From an optimization exercise on the open Yosys and OpenROAD flow, aimed at small area, a short achievable clock period and few clock cycles; shortcuts taken in it are not production practice.
At most, simulation tests tie the RTL to the original design; equivalence was not proved.
The RTL of run 1 was laid out without a check of its function.

## flow/design.v (module list and top-level ports; edited modules follow where they fit)
// module crc_channel: 3713 lines
// module crc_x2: 7 lines
module crc_channel (
    input  wire        clk,
    input  wire        rst,             
    input  wire        cmd_go,
    input  wire [2:0]  cmd_set,
    input  wire        cmd_expect_en,
    input  wire [31:0] cmd_len,
    input  wire [63:0] cmd_exp,
    input  wire        cmd_terminate,
    input  wire        in_valid,
    output wire        in_ready,
    input  wire [63:0] in_data,
    output reg         done,
    output wire [1:0]  state,
    output reg  [7:0]  code,
    output reg         match,
    output reg  [63:0] result
);
  // ...
==> flow/flow/run.sh <==
#!/bin/bash
# The standard layout (standard.sh: standard synthesis, floorplan, placement,
# CTS, routing, finish), with one change: the buffers that buffer_ports puts on
# every input and output port are sky130_fd_sc_hd__buf_2 cells instead of the
# cell buffer_ports picks by itself (clkdlybuf4s50_1, a delay cell).
# make's full output goes to flow_make.log here; each ORFS step also writes its
# own log under orfs/logs/.
set -euo pipefail
bash standard.sh 'BUFFER_PORTS_ARGS=-buffer_cell sky130_fd_sc_hd__buf_2' finish > flow_make.log 2>&1
==> flow/standard.sh <==
#!/bin/bash
# synth_recipe.tcl (not shown) runs the flow's synth.tcl, then flattens the netlist and writes it again
# the make line also repeats each setting of config.mk as NAME=value (left out here)
make -C /OpenROAD-flow-scripts/flow DESIGN_CONFIG=/design/flow/config.mk WORK_HOME=/design/flow/orfs CLKGATE_MAP_FILE= SYNTH_SCRIPT=/design/flow/synth_recipe.tcl "${@:-finish}"
==> flow/config.mk <==
export PLATFORM = sky130hd
export DESIGN_NAME = crc_channel
export DESIGN_NICKNAME = crc_channel
export VERILOG_FILES = /design/flow/design.v
export SDC_FILE = /design/flow/constraint.sdc
export NUM_CORES = 4
export LEC_CHECK = 0
export CAP_MARGIN = 20
export CORE_MARGIN = 2
export CORE_UTILIZATION = 50
export CTS_BUF_LIST = sky130_fd_sc_hd__clkbuf_8
export PLACE_DENSITY = 0.7
export SLEW_MARGIN = 58
export SYNTH_HIERARCHICAL = 1
==> flow/constraint.sdc <==
create_clock -name core_clock -period 20.0 [get_ports {clk}]
set_input_delay 4.0000 -clock core_clock [delete_from_list [all_inputs] [get_ports {clk}]]
set_output_delay 4.0000 -clock core_clock [all_outputs]
set_load 0.01 [all_outputs]
==> flow_summary.json, run 1 <==
{
  "outcome": "timing/DRC/antenna clean",
  "min_from": "result[39]$_SDFFE_PP0P_",
  "drt_iter0_drc": 6989,
  "critPathSlowestCell": "buf_4",
  "overflow": 0,
  "worst_ep_arrival_time_ns": 6.13,
  "synthMuxAreaShare": 0.03956,
  "highest_layer": "met5",
  "synth_compound_area_frac": 0.08828,
  "dieArea_um2": 67970,
  "vias": 33940,
  "drc_errors": 0,
  "r2r-end": "crc_q[2]$_SDFFE_PN0P_",
  "drt_first_pass_iters": 11,
  "regToRegSetupSlack_ns": 14.49,
  "antenna_found_initial": 10,
  "drv_slew": 0,
  "clock_cell_area_share": 0.02579,
  "cp_cell_sequence": "buf_2 -> o31ai_4 -> buf_4 -> a211oi_2 -> buf_4 -> xor2_1 -> mux2_2 -> mux2_2 -> o21ai_0",
  "fp.dieW_um": 260.7,
  "synth.distinct_cells": 66,
  "relSlewSlack": 0.4994,
  "yosysTopAreaCell": "xor2_1",
  "synthArstFlopShare": 0,
  "top_area_cell_class": "multi-input gates",
  "cts-resized-gates": 0,
  "multi_input_area_share": 0.6758,
  "grt_busiest_layer": "met2",
  "portBuffers": 240,
  "worstSetupPathType": "in -> reg",
  "worst_pin_slew_ns": 0.7503,
  "met3_usage": 0.3636,
  "synth_most_common_cell": "xor2_1",
  "n_clock_buffer": 56,
  "placed_cells": 4929,
  "min_to": "result[39]$_SDFFE_PP0P_"
}
==> inputs of run 2 (changes only) <==
--- a/flow/design.v
+++ b/flow/design.v
@@ -46,23 +46,35 @@
     wire       proc    = run_q && valid_q;
     wire       knz     = (k_q != 3'd0);
     wire       last    = (rem_q[31:4] == 28'd0) && !(rem_q[3] && knz);
     wire       gt16    = (rem_q[31:5] != 27'd0) || (rem_q[4] && (rem_q[3] || knz));
     wire [4:0] sel_in  = (cmd_set == 3'd0) ? 5'b00001 :
                          (cmd_set == 3'd1) ? 5'b00010 :
                          (cmd_set == 3'd2) ? 5'b00100 :
                          (cmd_set == 3'd3) ? 5'b01000 : 5'b10000;
-    wire [2:0]   kin    = run_q ? k_q : cmd_len[2:0];
+    wire [2:0]   kin0, kin1, kin2, kin3;
+    crc_ksel0 u_ksel0 (.kq(k_q), .len(cmd_len[2:0]), .run(run_q), .k(kin0));
+    crc_ksel1 u_ksel1 (.kq(k_q), .len(cmd_len[2:0]), .run(run_q), .k(kin1));
+    crc_ksel2 u_ksel2 (.kq(k_q), .len(cmd_len[2:0]), .run(run_q), .k(kin2));
+    crc_ksel3 u_ksel3 (.kq(k_q), .len(cmd_len[2:0]), .run(run_q), .k(kin3));
     wire [4:0]   sel_fb = idle ? sel_in : (nb_q ? sel_q : 5'b00000);    
     wire [63:0]  inv_in = {32'h0, {16{sel_fb[0] | sel_fb[1]}}, {8{sel_fb[0] | sel_fb[1] | sel_fb[2]}},
                            {8{sel_fb[0] | sel_fb[1] | sel_fb[2] | sel_fb[3]}}};
     wire [63:0]  d_in   = in_data ^ inv_in;
-    wire [127:0] dd     = {d_in, d_in};
-    wire [63:0]  rot_in = dd >> {kin, 3'b000};
+    wire [63:0]  rs0, rs1, rot_in;
+    genvar gb;
+    generate
+        for (gb = 0; gb < 64; gb = gb + 1) begin : g_rot
+            wire [2:0] ks = (gb < 16) ? kin0 : (gb < 32) ? kin1 : (gb < 48) ? kin2 : kin3;
+            assign rs0[gb]    = ks[0] ? d_in[(gb + 8) % 64] : d_in[gb];
+            assign rs1[gb]    = ks[1] ? rs0[(gb + 16) % 64] : rs0[gb];
+            assign rot_in[gb] = ks[2] ? rs1[(gb + 32) % 64] : rs1[gb];
+        end
+    endgenerate
     wire [63:0]  head, tail;
     genvar gj;
     generate
         for (gj = 0; gj < 8; gj = gj + 1) begin : g_win
             assign head[8*gj +: 8] = rot_q[8*gj +: 8] & {8{mh_q[gj]}};
         end
         for (gj = 0; gj < 7; gj = gj + 1) begin : g_tail
             assign tail[8*gj +: 8] = rot_q[8*gj +: 8] & {8{mt_q[gj]}};
@@ -3706,15 +3718,47 @@
                 pend_q <= 1'b0;
             end else begin
                 pend_q <= proc && last;
                 rdy_q  <= valid_q ? (take ? gt16 : !last) : (take ? !last : 1'b1);
             end
         end
     end
 endmodule
+module crc_ksel0 (
+    input  wire [2:0] kq,
+    input  wire [2:0] len,
+    input  wire       run,
+    output wire [2:0] k
+);
+    assign k = run ? kq : len;
+endmodule
+module crc_ksel1 (
+    input  wire [2:0] kq,
+    input  wire [2:0] len,
+    input  wire       run,
+    output wire [2:0] k
+);
+    assign k = run ? kq : len;
+endmodule
+module crc_ksel2 (
+    input  wire [2:0] kq,
+    input  wire [2:0] len,
+    input  wire       run,
+    output wire [2:0] k
+);
+    assign k = run ? kq : len;
+endmodule
+module crc_ksel3 (
+    input  wire [2:0] kq,
+    input  wire [2:0] len,
+    input  wire       run,
+    output wire [2:0] k
+);
+    assign k = run ? kq : len;
+endmodule
 module crc_x2 (
     input  wire a,
     input  wire b,
     output wire y
 );
     assign y = a ^ b;
 endmodule
==> flow/config.mk (replaced) <==
export PLATFORM = sky130hd
export DESIGN_NAME = crc_channel
export DESIGN_NICKNAME = crc_channel
export VERILOG_FILES = /design/flow/design.v
export SDC_FILE = /design/flow/constraint.sdc
export NUM_CORES = 4
export LEC_CHECK = 0
export CAP_MARGIN = 20
export CORE_MARGIN = 2
export CORE_UTILIZATION = 40
export CTS_BUF_LIST = sky130_fd_sc_hd__clkbuf_8
export SLEW_MARGIN = 50
export SYNTH_HIERARCHICAL = 1
==> run 2 against run 1 <==
Still clean on timing, DRC and antenna. Worst setup slack got worse by 0.020 ns. Clock-buffer cell count grew 3. Routed wire length shrank 2.6%. Critical path depth increased by 6. Non-clock buffer count shrank 12. Via count down 9.1%. Design area shrank 2.2%. Core utilization decreased by 13 points.
==> flow_summary.json, run 2 <==
{
  "reg2regPathDepth": 15,
  "io_pins": 246,
  "setup_slack_ns": 14.41,
  "fin_cells": 5117,
  "maxCapViolations": 0,
  "die_h_um": 291.2,
  "cts-resized-gates": 0,
  "vias": 30850,
  "antenna_found_initial": 4,
  "synth_edf_count": 116,
  "worstPathRequired_ns": 20.46,
  "syn_area_um2": 33000,
  "final.setup_skew_ns": 0.05819,
  "finalNetCount": 4172,
  "ant_nets": 0,
  "gp_congestion": 1.141,
  "track_usage": 0.4396,
  "place_hpwl_um": 148700,
  "synth_most_common_cell": "xor2_1",
  "r2r-end": "crc_q[6]$_SDFFE_PN0P_",
  "start_kind": "flop",
  "cts_sinks": 323,
  "clk_pin_slew_ns": 0.07,
  "layout.cells.most_common": "xor2_1",
  "synth_ff_type": "dfxtp_1",
  "h-tree-depth": 2,
  "grt_pass1_vias": 28770,
  "slowest_delay_ns": 0.60,
  "finalSetupViolCount": 0,
  "synthArstFlopShare": 0,
  "critPathSlowestCell": "edfxtp_1",
  "synthDominantCellAreaShare": 0.4767,
  "cts_tree": "yes",
  "num_rows": 105,
  "yosysTopAreaCell": "xor2_1",
  "fmax_mhz": 178.9,
  "final_cell_mix": "xor2_1, buf_2, buf_4, dfxtp_1, nand2_1",
  "crit_path_end_kind": "flop",
  "wl_met3_um": 28740,
  "rsz0062_at_grt": "no",
  "syn_to_final_growth_pct": 17.73,
  "placed_cells": 5019,
  "dp_slack_ns": 14.09,
  "ctsHoldBuffers": 0,
  "cts_made_buffers": 50,
  "core_um2": 81850,
  "seq_area_frac_synth": 0.2311,
  "ys_top_cells_by_count": "xor2_1, dfxtp_1, nand2_1, xnor2_1, nor2_1",
  "cts_buffer_depth": 3,
  "synth_seq_cells": 323,
  "routed_via_density": 6.028,
  "drt_first_pass_iters": 8,
  "synth.distinct_cells": 65,
  "worst_pin_slew_ns": 0.8827,
  "synthTopCellsByArea": "xor2_1, dfxtp_1, edfxtp_1",
  "final.period_utilization": 0.2795,
  "regToRegSetupSlack_ns": 14.41,
  "synth_warnings": 7,
  "drc_errors": 0,
  "wl_met2_um": 74180,
  "drv_slew": 0,
  "grt_pass1_wl_um": 253300,
  "wl_met1_um": 76420,
  "worstSetupPathType": "reg -> reg",
  "crit_top_cell": "xor2_1",
  "initial_core_util": 0.4032,
  "critPathCapture": "crc_q[6]$_SDFFE_PN0P_",
  "drt_iter0_drc": 4943,
  "hold_path.class": "reg -> reg",
  "fp.dieW_um": 291.2,
  "wl_per_cell_um": 37.74,
  "highest_layer": "met5",
  "hold_viol": 0,
  "reg2reg_from": "mh_q[4]$_DFFE_PN_",
  "netlist_instances": 3666,
  "clockRootBuffer": "clkbuf_8",
  "worst_ep_arrival_time_ns": 6.05,
  "drive_gt1_frac": 0.1907,
  "period_needed_ns": 5.591,
  "critPathLaunch": "mh_q[4]$_DFFE_PN_",
  "overflow": 0,
  "grt_max_degree": 95,
  "outcome": "timing/DRC/antenna clean",
  "crit_path_max_fanout": 10,
  "avgSynthCellArea_um2": 9.002,
  "portBuffers": 240,
  "clk_latency_ns": 0.64,
  "routed_wl_um": 193100,
  "dieArea_um2": 84810,
  "cp_cell_sequence": "nand2_1 -> xnor2_1 -> buf_4 -> xor2_2 -> buf_4 -> xor2_1 -> xor2_1 -> buf_4 -> xor2_1 -> xor2_1 -> xor2_1 -> a222oi_1 -> nand2_1 -> a32oi_1 -> o21ai_0",
  "cts_setup_buffers": 0,
  "final.setup.tns_ns": 0,
  "relSlewSlack": 0.4096
}
[run 2: final cells by class]
type | instances | area, µm²
Fill cell | 8146 | 43000
Multi-Input combinational cell | 3141 | 25880
Sequential cell | 323 | 7632
Timing Repair Buffer | 467 | 2945
Tap cell | 1070 | 1339
Clock buffer | 59 | 812.0
Clock inverter | 34 | 162.7
Inverter | 19 | 73.82
Antenna cell | 4 | 10.01
[run 2: how the worst min path moves through the flow]
| stage | startpoint | endpoint | cells past startpoint |
|---|---|---|---|
| floorplan | st_q$_SDFFE_PP0P_ | st_q$_SDFFE_PP0P_ | 2 |
| global placement | result[39]$_SDFFE_PP0P_ | result[39]$_SDFFE_PP0P_ | 2 |
| detailed placement | result[35]$_SDFFE_PP0P_ | result[35]$_SDFFE_PP0P_ | 2 |
| CTS | result[35]$_SDFFE_PP0P_ | result[35]$_SDFFE_PP0P_ | 2 |
| global route | result[52]$_SDFFE_PP0P_ | result[52]$_SDFFE_PP0P_ | 2 |
| finish | result[52]$_SDFFE_PP0P_ | result[52]$_SDFFE_PP0P_ | 2 |
[run 2: per-module statistics from Yosys (local to each module, per instance)]
module	flops+latches	cells	cell area, µm²
crc_ksel1	0	3	33.78
crc_ksel0	0	3	33.78
crc_channel	323	1950	17940
crc_ksel3	0	3	33.78
crc_ksel2	0	3	33.78
crc_x2	0	1	8.758
[run 2: worst max-delay path, delay by kind of cell (launching register included)]
kind	cells	cell delay, ns
AOI/OAI and AO/OA	3	0.66
xor gates and xnor gates	7	2.58
buffers and inverters	3	1.05
DFF	1	0.60
and+or+nand+nor	2	0.50
[run 2: metrics by stage]
| stage | hold WS (ns) | util | instance area [µm²] |
|---|---|---|---|
| after floorplan | 0.4344 | - | 33020 |
| after global placement | 0.4396 | 0.4509 | 36910 |
| after detailed placement | 0.4426 | 0.4609 | 37730 |
| after CTS | 0.4517 | 0.4728 | 38700 |
| after global routing | 0.4715 | 0.4746 | 38840 |
| final | 0.4509 | 0.4747 | 38850 |
[run 2: cell families (layout without fill, tap and decap cells)]
kind of cell,after synthesis,count (layout),share of synthesized area
xor+xnor,1955,1955,0.5189
fa+ha+maj,2,2,0.0006824
flops,323,323,0.2311
simple gates,546,546,0.07708
mux,173,173,0.05479
buf+inv,206,579,0.02506
compound gates,460,460,0.09228
other cells,1,9,0.0001136
[run 2: metal layers]
metal / track usage / vias up
li1: - / 12800
met1: 0.5709 / 15100
met2: 0.5926 / 2372
met3: 0.1985 / 574
met4: 0.2560 / 4
met5: 0 / -
Testbench counts of run 2, summed over its fixed seeds: cycles 18,581.
==> inputs of run 3 (changes only) <==
--- a/flow/config.mk
+++ b/flow/config.mk
@@ -10,4 +10,5 @@
 export CORE_UTILIZATION = 40
 export CTS_BUF_LIST = sky130_fd_sc_hd__clkbuf_8
-export SLEW_MARGIN = 50
+export PLACE_DENSITY = 0.65
+export SLEW_MARGIN = 58
 export SYNTH_HIERARCHICAL = 1
==> run 3 against run 2 <==
Area after synthesis did not move. Still clean on timing, DRC and antenna. Register-to-register slack improved by 0.14 ns. Synthesized cell count is the same. Critical endpoint is now rot_q[2]$_DFF_P_. Worst hold slack got worse by 0.0034 ns. Core utilization increased by 1.3 points. Maximum frequency down 2.4%. Largest cell class unchanged. Via count grew 0.76%. Routed wire length is 6.8% higher.
==> flow_summary.json, run 3 <==
{
  "clockRootBuffer": "clkbuf_8",
  "routed_wl_um": 206300,
  "synth_ff_type": "dfxtp_1",
  "synth_warnings": 7,
  "vias": 31080,
  "overflow": 0,
  "fin_cells": 5129,
  "clk_pin_slew_ns": 0.10,
  "drc_errors": 0,
  "final.period_utilization": 0.2863,
  "seq_area_frac_synth": 0.2311,
  "relSlewSlack": 0.5027,
  "regToRegSetupSlack_ns": 14.55,
  "synthArstFlopShare": 0,
  "synth_edf_count": 116,
  "drt_first_pass_iters": 6,
  "post-route-util": 0.4873,
  "cts-resized-gates": 0,
  "die_h_um": 291.2,
  "synth.distinct_cells": 65,
  "worst_ep_arrival_time_ns": 6.19,
  "crit_path_end_kind": "flop",
  "ys_top_cells_by_count": "xor2_1, dfxtp_1, nand2_1, xnor2_1, nor2_1",
  "clk_latency_ns": 0.63,
  "drive_gt1_frac": 0.2117,
  "grt_pass1_vias": 28860,
  "ant_nets": 0,
  "synthTopCellsByArea": "xor2_1, dfxtp_1, edfxtp_1",
  "start_kind": "input pin",
  "grt_pass1_wl_um": 266900,
  "netlist_instances": 3666,
  "h-tree-depth": 2,
  "fp.dieW_um": 291.2,
  "fillers": 7787,
  "synth_seq_cells": 323,
  "rsz0062_at_grt": "no",
  "avgSynthCellArea_um2": 9.002,
  "antenna_found_initial": 4,
  "num_rows": 105,
  "routed_via_density": 6.059,
  "layout.cells.most_common": "xor2_1",
  "worst_pin_slew_ns": 0.7434,
  "worstPathRequired_ns": 20.47,
  "dieArea_um2": 84810,
  "final_cell_mix": "xor2_1, buf_2, buf_4, dfxtp_1, nand2_1",
  "syn_area_um2": 33000,
  "final.setup_skew_ns": 0.03305,
  "worstSetupPathType": "in -> reg",
  "cts_buffer_depth": 3,
  "place_hpwl_um": 162300,
  "cts_made_buffers": 48,
  "io_pins": 246,
  "drt_iter0_drc": 5126,
  "core_um2": 81850,
  "initial_core_util": 0.4032,
  "yosysTopAreaCell": "xor2_1",
  "hold_path.class": "reg -> reg",
  "portBuffers": 240,
  "finalSetupViolCount": 0,
  "gp_congestion": 1.131,
  "cts_tree": "yes",
  "period_needed_ns": 5.727,
  "place_area_um2": 38820,
  "fmax_mhz": 174.6,
  "cts_setup_buffers": 0,
  "setup_slack_ns": 14.27,
  "final.setup.tns_ns": 0,
  "placed_cells": 5039,
  "fin_area_um2": 39880,
  "cts_sinks": 323,
  "grt_max_degree": 93,
  "finalNetCount": 4189,
  "hold_viol": 0,
  "wl_per_cell_um": 40.23,
  "syn_to_final_growth_pct": 20.85,
  "dp_slack_ns": 13.78,
  "whs_ns": 0.4475,
  "crit_path_max_fanout": 8,
  "track_usage": 0.4718,
  "synthDominantCellAreaShare": 0.4767,
  "ctsHoldBuffers": 0,
  "drv_slew": 0,
  "outcome": "timing/DRC/antenna clean",
  "synth_most_common_cell": "xor2_1",
  "maxCapViolations": 0
}
[run 3: cell counts after synthesis]
No cell type changed its count.
[run 3: cells by family (layout without fill, tap and decap cells)]
group | Yosys count | after routing | share of synthesized area
XOR/XNOR | 1955 | 1955 | 0.5189
AND/OR/NAND/NOR | 546 | 546 | 0.07708
AO/OA/AOI/OAI | 460 | 460 | 0.09228
flip-flops | 323 | 323 | 0.2311
buffers and inverters | 206 | 593 | 0.02506
multiplexers | 173 | 173 | 0.05479
adder cells (fa/ha/maj) | 2 | 2 | 0.0006824
other | 1 | 7 | 0.0001136
[run 3: area by class of cell]
type	instances	area, µm²	area share
clock inverters	33	150.1	0.003765
inverters	19	76.32	0.001914
repair buffers	486	3123	0.07831
clock buffers	55	757.0	0.01898
multi-input cells	3141	26790	0.6718
flip-flops and latches	323	7637	0.1915
well taps	1070	1339	0.03357
diodes	2	5.005	0.0001255
[run 3: critical path, stage by stage]
cell,delay [ns]
buf_2,0.19
nor2_2,0.09
o2bb2ai_4,0.22
a311oi_2,0.33
buf_4,0.28
xnor2_1,0.17
mux2i_1,0.12
mux2_2,0.30
mux2i_1,0.48
[run 3: layer usage]
layer	GRT usage	routed length, µm	vias to the layer above
met5	0	23	-
met4	0.2655	14510	4
met3	0.1942	30890	540
met2	0.6327	78720	2521
met1	0.6311	82200	15230
li1	-	-	12780
[run 3: final timing paths]
check                                             start                       to  cells past startpoint
worst max-delay path                         cmd_set[2]         rot_q[2]$_DFF_P_                      9
worst min register to register  result[48]$_SDFFE_PP0P_  result[48]$_SDFFE_PP0P_                      2
worst min-delay path            result[48]$_SDFFE_PP0P_  result[48]$_SDFFE_PP0P_                      2
worst max register to register   crc_q[25]$_SDFFE_PN0P_   crc_q[12]$_SDFFE_PN0P_                     13
[run 3: modules after synthesis (local to each module, per instance)]
module       cells inside  times used  cell area [µm²]
crc_x2                  1        1704            8.758
crc_ksel2               3           1            33.78
crc_ksel1               3           1            33.78
crc_ksel0               3           1            33.78
crc_ksel3               3           1            33.78
crc_channel          1950           1            17940
==> inputs of run 4 (changes only) <==
--- a/flow/config.mk
+++ b/flow/config.mk
@@ -10,5 +10,5 @@
 export CORE_UTILIZATION = 40
 export CTS_BUF_LIST = sky130_fd_sc_hd__clkbuf_8
-export PLACE_DENSITY = 0.65
+export GPL_TIMING_DRIVEN = 0
 export SLEW_MARGIN = 58
 export SYNTH_HIERARCHICAL = 1
==> run 4 against run 3 <==
Via count up 6.4%. Maximum frequency down 5.6%. Global-route usage up 0.16 points. Clock skew down 0.0067 ns. Cell count up 8.4%. Sequential cell count unchanged. Routed wire length about the same. Area after synthesis unchanged. Sequential share of layout area down 2.4 points. Synthesized cell count unchanged. First-iteration DRC count up 2.6%.
==> flow_summary.json, run 4 <==
{
  "initial_core_util": 0.4032,
  "io_pins": 246,
  "grt_use_met1": 0.6112,
  "portBuffers": 238,
  "worst_ep_arrival_time_ns": 6.51,
  "drt_iter0_drc": 5261,
  "clk_pin_slew_ns": 0.06,
  "crit_path_end_kind": "flop",
  "cts_made_buffers": 47,
  "wl_per_cell_um": 37.14,
  "fp.dieW_um": 291.2,
  "finalSetupViolCount": 0,
  "syn_to_final_growth_pct": 37.91,
  "die_h_um": 291.2,
  "worstPathRequired_ns": 20.45,
  "drv_slew": 0,
  "fillers": 7434,
  "ctsHoldBuffers": 0,
  "worstSetupPathType": "in -> reg",
  "synth_warnings": 7,
  "h-tree-depth": 2,
  "final_cell_mix": "xor2_1, buf_2, dfxtp_1, nand2_1, xor2_4",
  "fmax_mhz": 164.9,
  "whs_ns": 0.4491,
  "ant_nets": 0,
  "layout.cells.most_common": "xor2_1",
  "synthArstFlopShare": 0,
  "hold_path.class": "reg -> reg",
  "syn_area_um2": 33000,
  "crit_path_max_fanout": 11,
  "cts_setup_buffers": 0,
  "synthTopCellsByArea": "xor2_1, dfxtp_1, edfxtp_1",
  "worst_pin_slew_ns": 0.7304,
  "seq_area_frac_synth": 0.2311,
  "cp_cell_sequence": "buf_2 -> mux2_2 -> clkbuf_1 -> buf_1 -> clkbuf_1 -> nand2_1 -> o21ai_0 -> o21ai_0 -> mux2i_2",
  "start_kind": "input pin",
  "grt_busiest_layer": "met2",
  "clockRootBuffer": "clkbuf_8",
  "routed_wl_um": 206400,
  "place_hpwl_um": 180100,
  "drt_first_pass_iters": 8,
  "hold_viol": 0,
  "synth_seq_cells": 323,
  "drc_errors": 0,
  "cp_top_family": "buffers and inverters",
  "drive_gt1_frac": 0.3004,
  "avgSynthCellArea_um2": 9.002,
  "slowest_delay_ns": 0.44,
  "cts_tree": "yes",
  "regArea_um2": 7629,
  "clk_latency_ns": 0.61,
  "period_needed_ns": 6.064,
  "synthDominantCellAreaShare": 0.4767,
  "final.setup.tns_ns": 0,
  "grt_use_met2": 0.6316,
  "cts_buffer_depth": 3,
  "final.period_utilization": 0.3032,
  "met3_usage": 0.2286,
  "critPathLaunch": "cmd_len[0]",
  "antenna_found_initial": 8,
  "maxCapViolations": 0,
  "rsz0062_at_grt": "no",
  "relSlewSlack": 0.5131,
  "num_rows": 105,
  "grt_pass1_vias": 31070,
  "yosysTopAreaCell": "xor2_1",
  "outcome": "timing/DRC/antenna clean",
  "cts-resized-gates": 0,
  "overflow": 0,
  "synth_most_common_cell": "xor2_1",
  "vias": 33080,
  "critPathSlowestCell": "buf_1",
  "post-route-util": 0.5561,
  "routed_via_density": 5.952,
  "reg2reg_from": "mh_q[0]$_DFFE_PN_",
  "grt_max_degree": 30,
  "gp_congestion": 1.144,
  "multi_input_area_um2": 29580,
  "track_usage": 0.4734,
  "core_um2": 81850,
  "dieArea_um2": 84810,
  "netlist_instances": 3666,
  "synth_ff_type": "dfxtp_1",
  "min_from": "result[63]$_SDFFE_PP0P_",
  "cts_sinks": 323,
  "final.setup_skew_ns": 0.02639,
  "synth_edf_count": 116,
  "synth.distinct_cells": 65,
  "finalNetCount": 4612,
  "ys_top_cells_by_count": "xor2_1, dfxtp_1, nand2_1, xnor2_1, nor2_1",
  "cp_num_buf_inv": 4,
  "grt_pass1_wl_um": 270800
}
run 4: cell counts after synthesis:
Identical to the previous run, type by type.
run 4: metal layers:
layer | share of wire | vias up
li1 | - | 13610
met1 | 0.39 | 16190
met2 | 0.38 | 2627
met3 | 0.16 | 645
met4 | 0.075 | 12
met5 | 0.0011 | -
run 4: area by class of cell:
cell class              count  share of cell area
multi-input cells        3141              0.6499
clock inverters            29            0.003354
flip-flops and latches    323              0.1676
well taps                1070             0.02942
diodes                      8           0.0004399
clock buffers              58             0.01754
plain buffers             187             0.01853
repair buffers            723              0.1116
inverters                  19            0.001622
run 4: worst paths after layout:
path                        endpoint  slack (ns)  depth (start not counted)
min reg2reg  result[63]$_SDFFE_PP0P_        0.45                          2
max                rot_q[61]$_DFF_P_       13.94                          9
min          result[63]$_SDFFE_PP0P_        0.45                          2
max reg2reg    crc_q[3]$_SDFFE_PN0P_       14.21                         20
run 4: modules after synthesis, one instance, submodules excluded:
module | cells | times used
crc_ksel2 | 3 | 1
crc_channel | 1950 | 1
crc_ksel3 | 3 | 1
crc_ksel1 | 3 | 1
crc_ksel0 | 3 | 1
crc_x2 | 1 | 1704
run 4: cells by family after synthesis:
group,count (synthesis),share of synthesized area
XOR/XNOR,1955,0.5189
AND/OR/NAND/NOR,546,0.07708
AO/OA/AOI/OAI,460,0.09228
flip-flops,323,0.2311
buffers and inverters,206,0.02506
multiplexers,173,0.05479
adder cells (fa/ha/maj),2,0.0006824
other,1,0.0001136
run 4: per-stage QoR:
stage          setup WS, ns  instance area (µm²)  std cells
2_1_floorplan         13.97                33020       3670
3_3_place_gp          8.805                35550       4978
3_5_place_dp          13.22                44390       5460
4_1_cts               13.83                45340       5547
5_1_grt               13.70                45490       5551
6_report              13.94                45510       5558
run 4: worst reg2reg max path, stage by stage, from the launching register on:
cell,delay [ns]
edfxtp_1,0.32
clkbuf_1,0.31
nand2_1,0.16
xnor2_2,0.29
buf_2,0.31
buf_2,0.26
buf_2,0.26
xor2_4,0.36
buf_6,0.24
buf_6,0.18
xor2_4,0.32
buf_6,0.25
buf_6,0.21
xor2_1,0.21
xor2_1,0.27
xor2_2,0.52
xor2_1,0.14
a222oi_1,0.38
nand2_1,0.31
a32oi_1,0.29
o21ai_0,0.10
==> inputs of run 5 (changes only) <==
--- a/flow/config.mk
+++ b/flow/config.mk
@@ -10,5 +10,4 @@
 export CORE_UTILIZATION = 40
 export CTS_BUF_LIST = sky130_fd_sc_hd__clkbuf_8
-export GPL_TIMING_DRIVEN = 0
 export SLEW_MARGIN = 58
 export SYNTH_HIERARCHICAL = 1
==> run 5 against run 4 <==
Maximum frequency increased by 13%. Still clean. Non-clock buffer count decreased by 430. Die area unchanged. First-iteration DRC count decreased by 5.0%. Worst setup slack improved by 0.71 ns. Cell count decreased by 7.7%. Routed wire length decreased by 6.2%. Clock skew increased by 0.011 ns. Worst hold slack about the same. Sequential share of layout area increased by 2.4 points.
==> flow_summary.json, run 5 <==
{
  "fmax_mhz": 186.7,
  "seq_area_frac_synth": 0.2311,
  "overflow": 0,
  "yosysTopAreaCell": "xor2_1",
  "outcome": "timing/DRC/antenna clean",
  "ant_nets": 0,
  "worst_ep_arrival_time_ns": 5.85,
  "syn_area_um2": 33000,
  "period_needed_ns": 5.355,
  "vias": 31060,
  "cts_tree": "yes",
  "io_pins": 246,
  "clockRootBuffer": "clkbuf_8",
  "syn_to_final_growth_pct": 20.51,
  "netlist_instances": 3666,
  "hold_depth": 2,
  "dp_slack_ns": 14.11,
  "fillers": 7927,
  "whs_ns": 0.4491,
  "initial_core_util": 0.4032,
  "grt_pass1_wl_um": 254500,
  "maxCapViolations": 0,
  "clk_pin_slew_ns": 0.06,
  "hold_viol": 0,
  "drc_errors": 0,
  "antenna_found_initial": 5,
  "fp.dieW_um": 291.2,
  "fin_cells": 5129,
  "setup_slack_ns": 14.64,
  "synthArstFlopShare": 0,
  "clk_latency_ns": 0.62,
  "place_hpwl_um": 149600,
  "drt_iter0_drc": 5000,
  "synth.distinct_cells": 65,
  "grt_pass1_vias": 28980,
  "cts_buffer_depth": 3,
  "finalSetupViolCount": 0,
  "worstPathRequired_ns": 20.50,
  "wl_met3_um": 27810,
  "track_usage": 0.4415,
  "ctsHoldBuffers": 0,
  "cts-resized-gates": 0,
  "wl_met1_um": 76970,
  "core_um2": 81850,
  "grt_max_degree": 95,
  "synth_ff_type": "dfxtp_1",
  "routed_via_density": 6.056,
  "die_h_um": 291.2,
  "relSlewSlack": 0.5075,
  "routed_wl_um": 193600,
  "layout.cells.most_common": "xor2_1",
  "final_cell_mix": "xor2_1, buf_2, buf_4, dfxtp_1, nand2_1",
  "cts_sinks": 323,
  "cts_setup_buffers": 0,
  "drv_slew": 0,
  "hold_path.class": "reg -> reg",
  "h-tree-depth": 2,
  "crit_path_max_fanout": 17,
  "worst_pin_slew_ns": 0.7362,
  "num_rows": 105,
  "drt_first_pass_iters": 6,
  "start_kind": "input pin",
  "rsz0062_at_grt": "no",
  "finalNetCount": 4186,
  "synth_edf_count": 116,
  "drive_gt1_frac": 0.2072,
  "dieArea_um2": 84810,
  "synth_warnings": 7,
  "reg2regPathDepth": 17,
  "wl_met2_um": 75070,
  "highest_layer": "met5",
  "cts_made_buffers": 51,
  "synthTopCellsByArea": "xor2_1, dfxtp_1, edfxtp_1",
  "final.setup.tns_ns": 0,
  "wl_per_cell_um": 37.74,
  "placed_cells": 5030,
  "ys_top_cells_by_count": "xor2_1, dfxtp_1, nand2_1, xnor2_1, nor2_1",
  "crit_path_end_kind": "flop",
  "synth_most_common_cell": "xor2_1",
  "portBuffers": 240,
  "final.setup_skew_ns": 0.03773,
  "synth_seq_cells": 323,
  "worstSetupPathType": "in -> reg",
  "gp_congestion": 1.141,
  "avgSynthCellArea_um2": 9.002,
  "synthDominantCellAreaShare": 0.4767,
  "final.period_utilization": 0.2678
}
-- run 5: cell counts after synthesis --
No cell type changed its count.
-- run 5: through the flow --
step,utilization,area [µm²]
after floorplan,-,33020
after global placement,0.4509,36910
after detailed placement,0.4703,38490
after CTS,0.4830,39530
after global routing,0.4859,39770
final,0.4859,39770
-- run 5: logic make-up after synthesis --
logic type | share of synthesized area
and+or+nand+nor | 0.07708
AOI/OAI and AO/OA | 0.09228
muxes | 0.05479
DFF | 0.2311
buffers and inverters | 0.02506
adders and majority gates | 0.0006824
other | 0.0001136
xor gates and xnor gates | 0.5189
-- run 5: path summary, 6_finish.rpt --
kind | start | endpoint | slack (ns)
min | result[63]$_SDFFE_PP0P_ | result[63]$_SDFFE_PP0P_ | 0.45
min reg2reg | result[63]$_SDFFE_PP0P_ | result[63]$_SDFFE_PP0P_ | 0.45
max reg2reg | mh_q[0]$_DFFE_PN_ | crc_q[18]$_SDFFE_PN0P_ | 14.65
max | cmd_len[1] | rot_q[48]$_DFF_P_ | 14.64
-- run 5: cell type report --
class | count | area (µm²) | area share
Sequential cell | 323 | 7636 | 0.1920
Clock inverter | 31 | 157.7 | 0.003964
Multi-Input combinational cell | 3141 | 26580 | 0.6684
Timing Repair Buffer | 480 | 3097 | 0.07787
Inverter | 19 | 76.32 | 0.001919
Antenna cell | 1 | 2.502 | 0.00006292
Clock buffer | 64 | 880.8 | 0.02215
Tap cell | 1070 | 1339 | 0.03366
-- run 5: worst max-delay path: stages --
cell and delay (ns):
buf_2 0.20, mux2_2 0.43, clkinv_1 0.58, nor2_1 0.26, a21oi_1 0.08, mux2_2 0.29
-- run 5: routing by layer --
metal / GRT usage / vias to the layer above
li1: - / 12790
met1: 0.5842 / 15200
met2: 0.5997 / 2456
met3: 0.1822 / 602
met4: 0.2479 / 12
met5: 0 / -
-- run 5: Yosys stat by module (local to each module, per instance) --
module       flops+latches  cells
crc_channel            323   1950
crc_ksel0                0      3
crc_ksel1                0      3
crc_ksel2                0      3
crc_ksel3                0      3
crc_x2                   0      1
==> inputs of run 6 (changes only) <==
--- a/flow/config.mk
+++ b/flow/config.mk
@@ -10,4 +10,5 @@
 export CORE_UTILIZATION = 40
 export CTS_BUF_LIST = sky130_fd_sc_hd__clkbuf_8
+export GPL_ROUTABILITY_DRIVEN = 0
 export SLEW_MARGIN = 58
 export SYNTH_HIERARCHICAL = 1
==> run 6 against run 5 <==
Highest routed layer unchanged. Core utilization decreased by 0.64 points. First-iteration DRC count up 27%. Design area fell by 1.3%. Still clean. Critical path depth is 10 higher. Global-route usage shrank 5.3 points. Critical path type is now reg -> reg. Clock skew shrank 0.0025 ns. Worst setup slack got worse by 0.10 ns. Die area unchanged. Worst hold slack got worse by 0.0016 ns.
==> flow_summary.json, run 6 <==
{
  "outcome": "timing/DRC/antenna clean",
  "vias": 31780,
  "whs_ns": 0.4475,
  "track_usage": 0.3890,
  "relSlewSlack": 0.4721,
  "netlist_instances": 3666,
  "slowest_delay_ns": 0.69,
  "layout.cells.most_common": "xor2_1",
  "fin_cells": 5091,
  "overflow": 0,
  "cts_setup_buffers": 0,
  "cts_sinks": 323,
  "ys_top_cells_by_count": "xor2_1, dfxtp_1, nand2_1, xnor2_1, nor2_1",
  "rsz0062_at_grt": "no",
  "place_hpwl_um": 122100,
  "synth_seq_cells": 323,
  "crit_top_cell": "xor2_1",
  "initial_core_util": 0.4032,
  "cts_made_buffers": 50,
  "final_cell_mix": "xor2_1, buf_2, dfxtp_1, nand2_1, buf_4",
  "routed_via_density": 6.243,
  "cts-resized-gates": 0,
  "fmax_mhz": 183.2,
  "yosysTopAreaCell": "xor2_1",
  "synthDominantCellAreaShare": 0.4767,
  "final.setup_skew_ns": 0.03521,
  "drive_gt1_frac": 0.1919,
  "fin_area_um2": 39250,
  "clk_pin_slew_ns": 0.06,
  "cp_cell_sequence": "nand2_1 -> xnor2_4 -> buf_4 -> xor2_1 -> buf_4 -> xor2_2 -> buf_4 -> xor2_2 -> xor2_1 -> xor2_1 -> xor2_1 -> a222oi_1 -> inv_1 -> a221oi_4 -> o211a_1 -> o21ai_0",
  "portBuffers": 240,
  "syn_area_um2": 33000,
  "clk_latency_ns": 0.60,
  "fp.dieW_um": 291.2,
  "h-tree-depth": 2,
  "ant_nets": 0,
  "antenna_found_initial": 8,
  "avgSynthCellArea_um2": 9.002,
  "finalSetupViolCount": 0,
  "worstPathRequired_ns": 20.46,
  "crit_path_end_kind": "flop",
  "ctsHoldBuffers": 0,
  "drt_iter0_drc": 6338,
  "syn_to_final_growth_pct": 18.93,
  "hold_path.class": "reg -> reg",
  "num_rows": 105,
  "grt_pass1_wl_um": 230400,
  "cts_buffer_depth": 3,
  "grt_max_degree": 98,
  "wl_per_cell_um": 33.80,
  "drt_first_pass_iters": 14,
  "synthTopCellsByArea": "xor2_1, dfxtp_1, edfxtp_1",
  "dieArea_um2": 84810,
  "core_um2": 81850,
  "critPathSlowestCell": "edfxtp_1",
  "crit_path_max_fanout": 11,
  "drc_errors": 0,
  "synth_most_common_cell": "xor2_1",
  "setup_slack_ns": 14.54,
  "hold_viol": 0,
  "die_h_um": 291.2,
  "dp_slack_ns": 14.06,
  "drv_slew": 0,
  "regToRegSetupSlack_ns": 14.54,
  "cts_tree": "yes",
  "seq_area_frac_synth": 0.2311,
  "worstSetupPathType": "reg -> reg",
  "worst_ep_arrival_time_ns": 5.92,
  "synth_ff_type": "dfxtp_1",
  "start_kind": "flop",
  "maxCapViolations": 0,
  "worst_pin_slew_ns": 0.7892,
  "final.period_utilization": 0.2730,
  "final.setup.tns_ns": 0,
  "period_needed_ns": 5.460,
  "cp_top_family": "XOR/XNOR gates",
  "synth_warnings": 7,
  "synth.distinct_cells": 65,
  "synth_edf_count": 116,
  "post-route-util": 0.4795,
  "grt_pass1_vias": 28970,
  "placed_cells": 4989,
  "io_pins": 246,
  "synthArstFlopShare": 0,
  "clockRootBuffer": "clkbuf_8",
  "routed_wl_um": 172100,
  "finalNetCount": 4150,
  "place_area_um2": 37510,
  "cp_num_buf_inv": 4
}
==> run 6: cell count changes in the layout (fill, tap and decap cells not counted), moves of 3 or more <==
| cell | previous run | this run |
|---|---|---|
| xor2_4 | 34 | 31 |
| clkinv_1 | 1 | 4 |
| buf_4 | 205 | 162 |
| xor2_1 | 1608 | 1635 |
| a221oi_4 | 0 | 4 |
| buf_8 | 8 | 5 |
| diode_2 | 1 | 4 |
| buf_6 | 8 | 14 |
| clkbuf_8 | 64 | 60 |
| xor2_2 | 154 | 130 |
==> run 6: final cells by class <==
type | instances | area, µm²
Tap cell | 1070 | 1339
Clock buffer | 59 | 812.0
Fill cell | 7803 | 42600
Antenna cell | 4 | 10.01
Sequential cell | 323 | 7641
Inverter | 19 | 76.32
Timing Repair Buffer | 445 | 2868
Clock inverter | 30 | 146.4
Multi-Input combinational cell | 3141 | 26360
==> run 6: worst paths after layout <==
check / startpoint / to / cells past startpoint
worst max-delay path: mh_q[6]$_DFFE_PN_ / crc_q[7]$_SDFFE_PN0P_ / 16
worst min-delay path: result[44]$_SDFFE_PP0P_ / result[44]$_SDFFE_PP0P_ / 2
worst max register to register: mh_q[6]$_DFFE_PN_ / crc_q[7]$_SDFFE_PN0P_ / 16
worst min register to register: result[44]$_SDFFE_PP0P_ / result[44]$_SDFFE_PP0P_ / 2
==> run 6: metal layers <==
metal	track usage	wire length (µm)	vias up
met5	0.06750	1005	-
met4	0.2333	14320	26
met3	0.2394	30350	944
met2	0.5134	64380	2955
met1	0.4662	62020	15120
li1	-	-	12740
==> run 6: per-module statistics from Yosys, one instance, submodules excluded <==
module | flops+latches | times used
crc_channel | 323 | 1
crc_ksel0 | 0 | 1
crc_ksel1 | 0 | 1
crc_ksel2 | 0 | 1
crc_ksel3 | 0 | 1
crc_x2 | 0 | 1704
==> run 6: cells by family (layout without fill, tap and decap cells) <==
family | after synthesis | in the layout | synth area share
XOR/XNOR | 1955 | 1955 | 0.5189
AND/OR/NAND/NOR | 546 | 546 | 0.07708
AO/OA/AOI/OAI | 460 | 460 | 0.09228
flip-flops | 323 | 323 | 0.2311
buffers and inverters | 206 | 553 | 0.02506
multiplexers | 173 | 173 | 0.05479
adder cells (fa/ha/maj) | 2 | 2 | 0.0006824
other | 1 | 9 | 0.0001136
==> run 6: worst reg2reg max path, cell delays in order, from the launching register on <==
cell and delay (ns):
edfxtp_1 0.69, nand2_1 0.24, xnor2_4 0.17, buf_4 0.41, xor2_1 0.23, buf_4 0.46, xor2_2 0.33, buf_4 0.33
xor2_2 0.45, xor2_1 0.14, xor2_1 0.19, xor2_1 0.17, a222oi_1 0.50, inv_1 0.26, a221oi_4 0.47, o211a_1 0.22
o21ai_0 0.08

## what the ideal ports hide
No port has a modelled driver above. Below, the same layouts with a new extraction and two added sets of constraints. Step 1 assumes that a clkbuf_16 drives the clock port and a buf_2 every other input. Step 2 times the ports against the registers' clock, not the clock port: input delays grow and output delays shrink by t, the midpoint of the rising clock arrivals with the driver on. a / b / c = ideal ports / drivers / drivers and shift; a / b = the first two.
run	t (ns)	setup slack, ns	hold WS [ns]	worst slew at a driven data input, ns
run 1	0.687	14.429 / 14.462 / 13.775	0.454 / 0.454 / 0.454	0.11
run 2	0.669	14.409 / 14.409 / 14.039	0.451 / 0.451 / 0.451	0.06
run 3	0.665	14.273 / 14.306 / 13.641	0.447 / 0.447 / 0.447	0.07
run 4	0.653	13.936 / 13.929 / 13.277	0.449 / 0.449 / 0.449	0.09
run 5	0.648	14.645 / 14.631 / 13.983	0.449 / 0.449 / 0.449	0.06
run 6	0.643	14.540 / 14.540 / 13.985	0.448 / 0.448 / 0.448	0.08
After both steps setup and hold are still met in every run listed. The setup slack of run 5, which loses most, moves by -0.014 ns with the drivers and by -0.662 ns with both steps.
